Source: an optimization exercise on an open RTL-to-GDS flow (aim: small area, a short achievable clock period and few clock cycles per item). Production flows keep margins and buffers that such runs may drop. Only simulation tests tie the RTL to the original design; equivalence was not proved.

== old ==
## sha256_lane
module sha256_lane (
    input  wire         clk,
    input  wire         rst,           
    input  wire         in_valid,
    output wire         in_ready,
    input  wire         in_first,
    input  wire [511:0] in_block,      
    output reg          out_valid,
    output wire [255:0] out_digest     
);
For scale: roughly 5,400 cells after synthesis, ~770 I/O pins.
export LEC_CHECK = 0
export CAP_MARGIN = 20
export CORE_MARGIN = 2
export CORE_UTILIZATION = 50
export CTS_CLUSTER_DIAMETER = 80
export CTS_CLUSTER_SIZE = 25
export PLACE_DENSITY = 0.65
export SLEW_MARGIN = 20
create_clock -name core_clock -period 16.0 [get_ports {clk}]
standard.sh (not shown) runs the stock make flow with config.mk's settings and CLKGATE_MAP_FILE= SYNTH_SCRIPT=/design/flow/synth_recipe.tcl, a recipe that flattens the netlist after the stock synthesis.
==> flow/flow/run.sh <==
#!/bin/bash
# The standard layout (standard.sh, unchanged synthesis), with two
# differences in how the layout is made:
#  - the timing repair steps aim for a setup slack margin well above zero,
#    so that the achieved period is pushed down;
#  - the port buffers that global placement inserts use the smallest buffer
#    (buf_1) instead of the delay cell buffer_ports picks by default.
set -euo pipefail
export SETUP_SLACK_MARGIN=11.25
export BUFFER_PORTS_ARGS="-buffer_cell sky130_fd_sc_hd__buf_1"
bash standard.sh > standard.log 2>&1
Looking at the reports, old completed the entire flow and the layout it produced met the timing, DRC and antenna checks.
Testbench counts of old, summed over its fixed seeds: cycles 24,976, blocks 384.
The following lists how new was set up differently from old:
-- flow/design.v --
<<< old, line 24
    reg        nld, nshift;
    reg  [3:0] ivs;         
    reg [31:0] a, b, c, d, e, f, g, h;
    reg [31:0] hk;          
    reg [31:0] w [0:15];    
    reg [31:0] x0, x1, x2, x3, y0, y1, y2, y3;
    reg [31:0] k_n;
    always @(*) begin
        case (kidx)
            6'd0:  k_n = 32'h428a2f98; 6'd1:  k_n = 32'h71374491;
            6'd2:  k_n = 32'hb5c0fbcf; 6'd3:  k_n = 32'he9b5dba5;
>>> new, line 24
    reg        nld, nshift;
    reg  [3:0] ivs;         
    wire        acc   = ld & in_valid;
    wire        last  = (kidx == 6'd0);             
    wire        ff_n  = run & ((kidx[5:2] == 4'b1111 & kidx[1:0] != 2'b00) | last);
    reg [31:0] a, b, c, d, e, f, g, h;
    reg [31:0] hk;          
    reg [31:0] w [0:15];    
    reg [31:0] x0, x1, x2, x3, y0, y1, y2, y3;
    reg  [31:0] kq;
    wire [5:0]  kidx_nx = (run & ~last) ? kidx + 6'd1 : 6'd0;
    reg  [31:0] k_n;
    always @(*) begin
        case (kidx_nx)
            6'd0:  k_n = 32'h428a2f98; 6'd1:  k_n = 32'h71374491;
            6'd2:  k_n = 32'hb5c0fbcf; 6'd3:  k_n = 32'he9b5dba5;
<<< old, line 118
    wire [31:0] sum_y = bk_add(ysel, live ? e : 32'd0);
    wire [31:0] hsrc  = ({32{ld}} & y2) | ({32{nld}} & g);
    wire [31:0] hk_n  = hsrc + k_n;
    wire        ldf   = ld & in_first;
    wire        ldx   = ld & ~in_first;
>>> new, line 123
    wire [31:0] sum_y = bk_add(ysel, live ? e : 32'd0);
    wire [31:0] hsrc  = ({32{ld}} & y2) | ({32{nld}} & g);
    wire [31:0] hk_n  = bk_add(hsrc, kq);
    wire        ldf   = ld & in_first;
    wire        ldx   = ld & ~in_first;
<<< old, line 129
    assign in_ready   = ld;
    assign out_digest = {x0, x1, x2, x3, y0, y1, y2, y3};
    wire        acc   = ld & in_valid;
    wire        last  = (kidx == 6'd0);             
    wire        ff_n  = run & ((kidx[5:2] == 4'b1111 & kidx[1:0] != 2'b00) | last);
    integer i;
    always @(posedge clk) begin
>>> new, line 134
    assign in_ready   = ld;
    assign out_digest = {x0, x1, x2, x3, y0, y1, y2, y3};
    integer i;
    always @(posedge clk) begin
<<< old, line 141
            idl       <= 3'd0;
            kidx      <= 6'd0;
            live      <= 1'b0;
            shift     <= 1'b1;
>>> new, line 143
            idl       <= 3'd0;
            kidx      <= 6'd0;
            kq        <= K0;
            live      <= 1'b0;
            shift     <= 1'b1;
<<< old, line 158
            ivs       <= {4{first}} & {run & (kidx == 6'd61), run & (kidx == 6'd62),
                                       run & (kidx == 6'd63), run & last};
            if (acc) begin
                kidx  <= 6'd1;
>>> new, line 161
            ivs       <= {4{first}} & {run & (kidx == 6'd61), run & (kidx == 6'd62),
                                       run & (kidx == 6'd63), run & last};
            kq        <= acc ? 32'h71374491 : k_n;
            if (acc) begin
                kidx  <= 6'd1;
Results
Changes observed in new relative to old: count of nets after finishing has increased, met2 routed wirelength has increased, synthesized instance count has increased, global-route met2 utilization has increased.
A cell with the largest stage delay on the worst path of sky130_fd_sc_hd__dfxtp_1 is what old shows, while sky130_fd_sc_hd__fa_1 belongs to new.
Summary: with old as the reference, number of multi-input combinational cells in the layout in new moved down slightly.
Summary — final weighted congestion in routability-driven placement, new relative to old: higher, by 0.036.
Non-clock buffer count on new is up relative to old.
Testbench counts of new, summed over its fixed seeds: cycles 24,976, blocks 384.

---

The RTL this note starts from:
==> flow/design.v <==
module sha256_lane (
    input  wire         clk,
    input  wire         rst,           
    input  wire         in_valid,
    output wire         in_ready,
    input  wire         in_first,
    input  wire [511:0] in_block,      
    output reg          out_valid,
    output wire [255:0] out_digest     
);
    localparam [31:0] IV0 = 32'h6a09e667, IV1 = 32'hbb67ae85,
                      IV2 = 32'h3c6ef372, IV3 = 32'ha54ff53a,
                      IV4 = 32'h510e527f, IV5 = 32'h9b05688c,
                      IV6 = 32'h1f83d9ab, IV7 = 32'h5be0cd19;
    localparam [31:0] K0  = 32'h428a2f98;
    reg        run;         
    reg        fin;         
    reg        ld;          
    reg  [2:0] idl;         
    reg  [5:0] kidx;        
    reg        first;       
    reg        live;        
    reg        shift;       
    reg        nld, nshift;
    reg  [3:0] ivs;         
    wire        acc   = ld & in_valid;
    wire        last  = (kidx == 6'd0);             
    wire        ff_n  = run & ((kidx[5:2] == 4'b1111 & kidx[1:0] != 2'b00) | last);
    reg [31:0] a, b, c, d, e, f, g, h;
    reg [31:0] hk;          
    reg [31:0] w [0:15];    
    reg [31:0] x0, x1, x2, x3, y0, y1, y2, y3;
    reg  [31:0] kq;
    wire [5:0]  kidx_nx = (run & ~last) ? kidx + 6'd1 : 6'd0;
    reg  [31:0] k_n;
    always @(*) begin
        case (kidx_nx)
            6'd0:  k_n = 32'h428a2f98; 6'd1:  k_n = 32'h71374491;
            6'd2:  k_n = 32'hb5c0fbcf; 6'd3:  k_n = 32'he9b5dba5;
            6'd4:  k_n = 32'h3956c25b; 6'd5:  k_n = 32'h59f111f1;
            6'd6:  k_n = 32'h923f82a4; 6'd7:  k_n = 32'hab1c5ed5;
            6'd8:  k_n = 32'hd807aa98; 6'd9:  k_n = 32'h12835b01;
            6'd10: k_n = 32'h243185be; 6'd11: k_n = 32'h550c7dc3;
            6'd12: k_n = 32'h72be5d74; 6'd13: k_n = 32'h80deb1fe;
            6'd14: k_n = 32'h9bdc06a7; 6'd15: k_n = 32'hc19bf174;
            6'd16: k_n = 32'he49b69c1; 6'd17: k_n = 32'hefbe4786;
            6'd18: k_n = 32'h0fc19dc6; 6'd19: k_n = 32'h240ca1cc;
            6'd20: k_n = 32'h2de92c6f; 6'd21: k_n = 32'h4a7484aa;
            6'd22: k_n = 32'h5cb0a9dc; 6'd23: k_n = 32'h76f988da;
            6'd24: k_n = 32'h983e5152; 6'd25: k_n = 32'ha831c66d;
            6'd26: k_n = 32'hb00327c8; 6'd27: k_n = 32'hbf597fc7;
            6'd28: k_n = 32'hc6e00bf3; 6'd29: k_n = 32'hd5a79147;
            6'd30: k_n = 32'h06ca6351; 6'd31: k_n = 32'h14292967;
            6'd32: k_n = 32'h27b70a85; 6'd33: k_n = 32'h2e1b2138;
            6'd34: k_n = 32'h4d2c6dfc; 6'd35: k_n = 32'h53380d13;
            6'd36: k_n = 32'h650a7354; 6'd37: k_n = 32'h766a0abb;
            6'd38: k_n = 32'h81c2c92e; 6'd39: k_n = 32'h92722c85;
            6'd40: k_n = 32'ha2bfe8a1; 6'd41: k_n = 32'ha81a664b;
            6'd42: k_n = 32'hc24b8b70; 6'd43: k_n = 32'hc76c51a3;
            6'd44: k_n = 32'hd192e819; 6'd45: k_n = 32'hd6990624;
            6'd46: k_n = 32'hf40e3585; 6'd47: k_n = 32'h106aa070;
            6'd48: k_n = 32'h19a4c116; 6'd49: k_n = 32'h1e376c08;
            6'd50: k_n = 32'h2748774c; 6'd51: k_n = 32'h34b0bcb5;
            6'd52: k_n = 32'h391c0cb3; 6'd53: k_n = 32'h4ed8aa4a;
            6'd54: k_n = 32'h5b9cca4f; 6'd55: k_n = 32'h682e6ff3;
            6'd56: k_n = 32'h748f82ee; 6'd57: k_n = 32'h78a5636f;
            6'd58: k_n = 32'h84c87814; 6'd59: k_n = 32'h8cc70208;
            6'd60: k_n = 32'h90befffa; 6'd61: k_n = 32'ha4506ceb;
            6'd62: k_n = 32'hbef9a3f7; default: k_n = 32'hc67178f2;
        endcase
    end
    wire [31:0] e6  = {e[5:0], e[31:6]}, e11 = {e[10:0], e[31:11]}, e25 = {e[24:0], e[31:25]};
    wire [31:0] a2  = {a[1:0], a[31:2]}, a13 = {a[12:0], a[31:13]}, a22 = {a[21:0], a[31:22]};
    wire [31:0] s1  = e6 ^ e11 ^ e25;
    wire [31:0] ch  = (e & f) | (~e & g);
    wire [31:0] s0  = a2 ^ a13 ^ a22;
    wire [31:0] maj = (a & b) | (a & c) | (b & c);
    wire [31:0] ap_s = (hk ^ e6) ^ (w[0] ^ e11) ^ e25;
    wire [31:0] ap_c = ((s1 & (hk | w[0])) | (~s1 & (hk & w[0]))) << 1;
    wire [31:0] aq_s = (ch ^ a2) ^ (maj ^ a13) ^ a22;
    wire [31:0] aq_c = ((s0 & (ch | maj)) | (~s0 & (ch & maj))) << 1;
    wire [31:0] ar_s = ap_s ^ ap_c ^ aq_s;
    wire [31:0] ar_c = ((ap_s & ap_c) | (ap_s & aq_s) | (ap_c & aq_s)) << 1;
    wire [31:0] at_s = ar_s ^ ar_c ^ aq_c;
    wire [31:0] at_c = ((ar_s & ar_c) | (ar_s & aq_c) | (ar_c & aq_c)) << 1;
    wire [31:0] a_new = at_s + at_c;
    wire [31:0] eq_s = ap_s ^ ap_c ^ ch;
    wire [31:0] eq_c = ((ap_s & ap_c) | (ap_s & ch) | (ap_c & ch)) << 1;
    wire [31:0] er_s = eq_s ^ eq_c ^ d;
    wire [31:0] er_c = ((eq_s & eq_c) | (eq_s & d) | (eq_c & d)) << 1;
    wire [31:0] e_new = er_s + er_c;
    wire [31:0] ms0  = {w[1][6:0], w[1][31:7]} ^ {w[1][17:0], w[1][31:18]} ^ (w[1] >> 3);
    wire [31:0] ms1  = {w[14][16:0], w[14][31:17]} ^ {w[14][18:0], w[14][31:19]} ^ (w[14] >> 10);
    wire [31:0] wp_s = w[0] ^ w[9] ^ ms0;
    wire [31:0] wp_c = ((w[0] & w[9]) | (w[0] & ms0) | (w[9] & ms0)) << 1;
    wire [31:0] wq_s = wp_s ^ wp_c ^ ms1;
    wire [31:0] wq_c = ((wp_s & wp_c) | (wp_s & ms1) | (wp_c & ms1)) << 1;
    wire [31:0] w_new = wq_s + wq_c;
    wire [31:0] xsel  = ivs[3] ? IV3 : ivs[2] ? IV2 : ivs[1] ? IV1 : ivs[0] ? IV0 : x3;
    wire [31:0] ysel  = ivs[3] ? IV7 : ivs[2] ? IV6 : ivs[1] ? IV5 : ivs[0] ? IV4 : y3;
    wire [31:0] sum_x = xsel + (live ? a : 32'd0);
    wire [31:0] sum_y = ysel + (live ? e : 32'd0);
    wire [31:0] hsrc  = ({32{ld}} & y2) | ({32{nld}} & g);
    wire [31:0] hk_n  = hsrc + kq;
    wire        ldf   = ld & in_first;
    wire        ldx   = ld & ~in_first;
    wire [31:0] mf    = {32{ldf}};
    wire [31:0] mx    = {32{ldx}};
    wire [31:0] mn    = {32{nld}};
    wire [31:0] ml    = {32{ld}};
    wire [31:0] ms    = {32{shift}};
    wire [31:0] mh    = {32{nshift}};
    assign in_ready   = ld;
    assign out_digest = {x0, x1, x2, x3, y0, y1, y2, y3};
    integer i;
    always @(posedge clk) begin
        if (rst) begin
            run       <= 1'b0;
            fin       <= 1'b0;
            ld        <= 1'b1;
            nld       <= 1'b0;
            idl       <= 3'd0;
            kidx      <= 6'd0;
            kq        <= K0;
            live      <= 1'b0;
            shift     <= 1'b1;
            nshift    <= 1'b0;
            ivs       <= 4'd0;
            out_valid <= 1'b0;
        end else begin
            out_valid <= fin;
            run       <= acc | (run & ~last);
            fin       <= run & last;
            ld        <= (run & last) | idl[2];
            nld       <= ~((run & last) | idl[2]);
            idl       <= {idl[1:0], ld & ~in_valid};
            live      <= acc | run;
            shift     <= ff_n | idl[2] | (|idl[1:0]) | (ld & ~in_valid);
            nshift    <= ~(ff_n | idl[2] | (|idl[1:0]) | (ld & ~in_valid));
            ivs       <= {4{first}} & {run & (kidx == 6'd61), run & (kidx == 6'd62),
                                       run & (kidx == 6'd63), run & last};
            kq        <= acc ? 32'h71374491 : k_n;
            if (acc) begin
                kidx  <= 6'd1;
                first <= in_first;
            end else if (run & ~last)
                kidx  <= kidx + 6'd1;
        end
        x0 <= (ms & sum_x) | (mh & x0); x1 <= (ms & x0) | (mh & x1);
        x2 <= (ms & x1) | (mh & x2);    x3 <= (ms & x2) | (mh & x3);
        y0 <= (ms & sum_y) | (mh & y0); y1 <= (ms & y0) | (mh & y1);
        y2 <= (ms & y1) | (mh & y2);    y3 <= (ms & y2) | (mh & y3);
        for (i = 0; i < 15; i = i + 1)
            w[i] <= (ml & in_block[511 - 32*i -: 32]) | (mn & w[i+1]);
        w[15] <= (ml & in_block[31:0]) | (mn & w_new);
        a <= (mf & IV0) | (mx & sum_x) | (mn & a_new);
        b <= (mf & IV1) | (mx & x0)    | (mn & a);
        c <= (mf & IV2) | (mx & x1)    | (mn & b);
        d <= (mf & IV3) | (mx & x2)    | (mn & c);
        e <= (mf & IV4) | (mx & sum_y) | (mn & e_new);
        f <= (mf & IV5) | (mx & y0)    | (mn & e);
        g <= (mf & IV6) | (mx & y1)    | (mn & f);
        h <= (mf & IV7) | (mx & y2)    | (mn & g);
        hk <= ({32{ldf}} & (IV7 + K0)) | ({32{~ldf}} & hk_n);
    end
endmodule
Settings: LEC_CHECK=0, CAP_MARGIN=20, CORE_MARGIN=2, CORE_UTILIZATION=40, CTS_CLUSTER_DIAMETER=80, CTS_CLUSTER_SIZE=25, PLACE_DENSITY=0.6, SLEW_MARGIN=20; clock period 16.0 ns.
Scripts as last shown in full above: flow/flow/run.sh
Testbench counts at the start, summed over its fixed seeds: cycles 24,976, blocks 384.
Edit:
--- a/flow/design.v
+++ b/flow/design.v
@@ -67,10 +67,31 @@
             6'd58: k_n = 32'h84c87814; 6'd59: k_n = 32'h8cc70208;
             6'd60: k_n = 32'h90befffa; 6'd61: k_n = 32'ha4506ceb;
             6'd62: k_n = 32'hbef9a3f7; default: k_n = 32'hc67178f2;
         endcase
     end
+    function [31:0] bk_add;
+        input [31:0] x, y;
+        reg   [31:0] p, gg, pp;
+        integer i, l;
+        begin
+            p  = x ^ y;
+            gg = x & y;
+            pp = p;
+            for (l = 1; l < 32; l = l * 2)
+                for (i = 2 * l - 1; i < 32; i = i + 2 * l) begin
+                    gg[i] = gg[i] | (pp[i] & gg[i-l]);
+                    pp[i] = pp[i] & pp[i-l];
+                end
+            for (l = 8; l >= 1; l = l / 2)
+                for (i = 3 * l - 1; i < 32; i = i + 2 * l) begin
+                    gg[i] = gg[i] | (pp[i] & gg[i-l]);
+                    pp[i] = pp[i] & pp[i-l];
+                end
+            bk_add = p ^ {gg[30:0], 1'b0};
+        end
+    endfunction
     wire [31:0] e6  = {e[5:0], e[31:6]}, e11 = {e[10:0], e[31:11]}, e25 = {e[24:0], e[31:25]};
     wire [31:0] a2  = {a[1:0], a[31:2]}, a13 = {a[12:0], a[31:13]}, a22 = {a[21:0], a[31:22]};
     wire [31:0] s1  = e6 ^ e11 ^ e25;
     wire [31:0] ch  = (e & f) | (~e & g);
     wire [31:0] s0  = a2 ^ a13 ^ a22;
@@ -96,14 +117,14 @@
     wire [31:0] wq_s = wp_s ^ wp_c ^ ms1;
     wire [31:0] wq_c = ((wp_s & wp_c) | (wp_s & ms1) | (wp_c & ms1)) << 1;
     wire [31:0] w_new = wq_s + wq_c;
     wire [31:0] xsel  = ivs[3] ? IV3 : ivs[2] ? IV2 : ivs[1] ? IV1 : ivs[0] ? IV0 : x3;
     wire [31:0] ysel  = ivs[3] ? IV7 : ivs[2] ? IV6 : ivs[1] ? IV5 : ivs[0] ? IV4 : y3;
-    wire [31:0] sum_x = xsel + (live ? a : 32'd0);
-    wire [31:0] sum_y = ysel + (live ? e : 32'd0);
+    wire [31:0] sum_x = bk_add(xsel, live ? a : 32'd0);
+    wire [31:0] sum_y = bk_add(ysel, live ? e : 32'd0);
     wire [31:0] hsrc  = ({32{ld}} & y2) | ({32{nld}} & g);
-    wire [31:0] hk_n  = hsrc + kq;
+    wire [31:0] hk_n  = bk_add(hsrc, kq);
     wire        ldf   = ld & in_first;
     wire        ldx   = ld & ~in_first;
     wire [31:0] mf    = {32{ldf}};
     wire [31:0] mx    = {32{ldx}};
     wire [31:0] mn    = {32{nld}};
What happened:
- The changed run went through all stages and came out clean
- setup slack gets worse by 0.14 ns
- routed wire length drops by about 1.8%
- non-clock buffer count drops by 11
- hold slack gets worse by 0.0074 ns
- die area drops by 2.0%
- synthesized cell count drops by about 5%
Testbench counts after the change, summed over its fixed seeds: cycles 24,976, blocks 384.

-- separate check: timing with driven ports --
The results above use ideal ports. As a check the final layouts listed here were re-extracted and re-timed, cells and wires unchanged. Step 1 sets driving cells, clkbuf_16 on the clock port and buf_2 on the other inputs (assumed; they add their load-dependent delay and slew). Step 2 times the ports against the registers' clock, not the clock port: input delays grow and output delays shrink by t, the midpoint of the rising clock arrivals with the driver on. a / b / c = no drivers / after step 1 / after step 2; a / b = the first two.
| run | t, ns | setup WS [ns] | worst register clock-pin slew, ns |
|---|---|---|---|
| old | 0.798 | 11.215 / 11.170 / 10.665 | 0.10 / 0.10 |
| new | 0.784 | 11.207 / 11.207 / 10.658 | 0.11 / 0.11 |
| the first run of note 2 | 0.774 | 11.263 / 11.179 / 10.671 | 0.11 / 0.11 |
| the second run of note 2 | 0.764 | 11.120 / 11.120 / 10.672 | 0.11 / 0.11 |
After both steps every run listed still meets setup and hold. The setup slack of the first run of note 2, which loses most, moves by -0.084 ns with the drivers and by -0.592 ns with both steps.
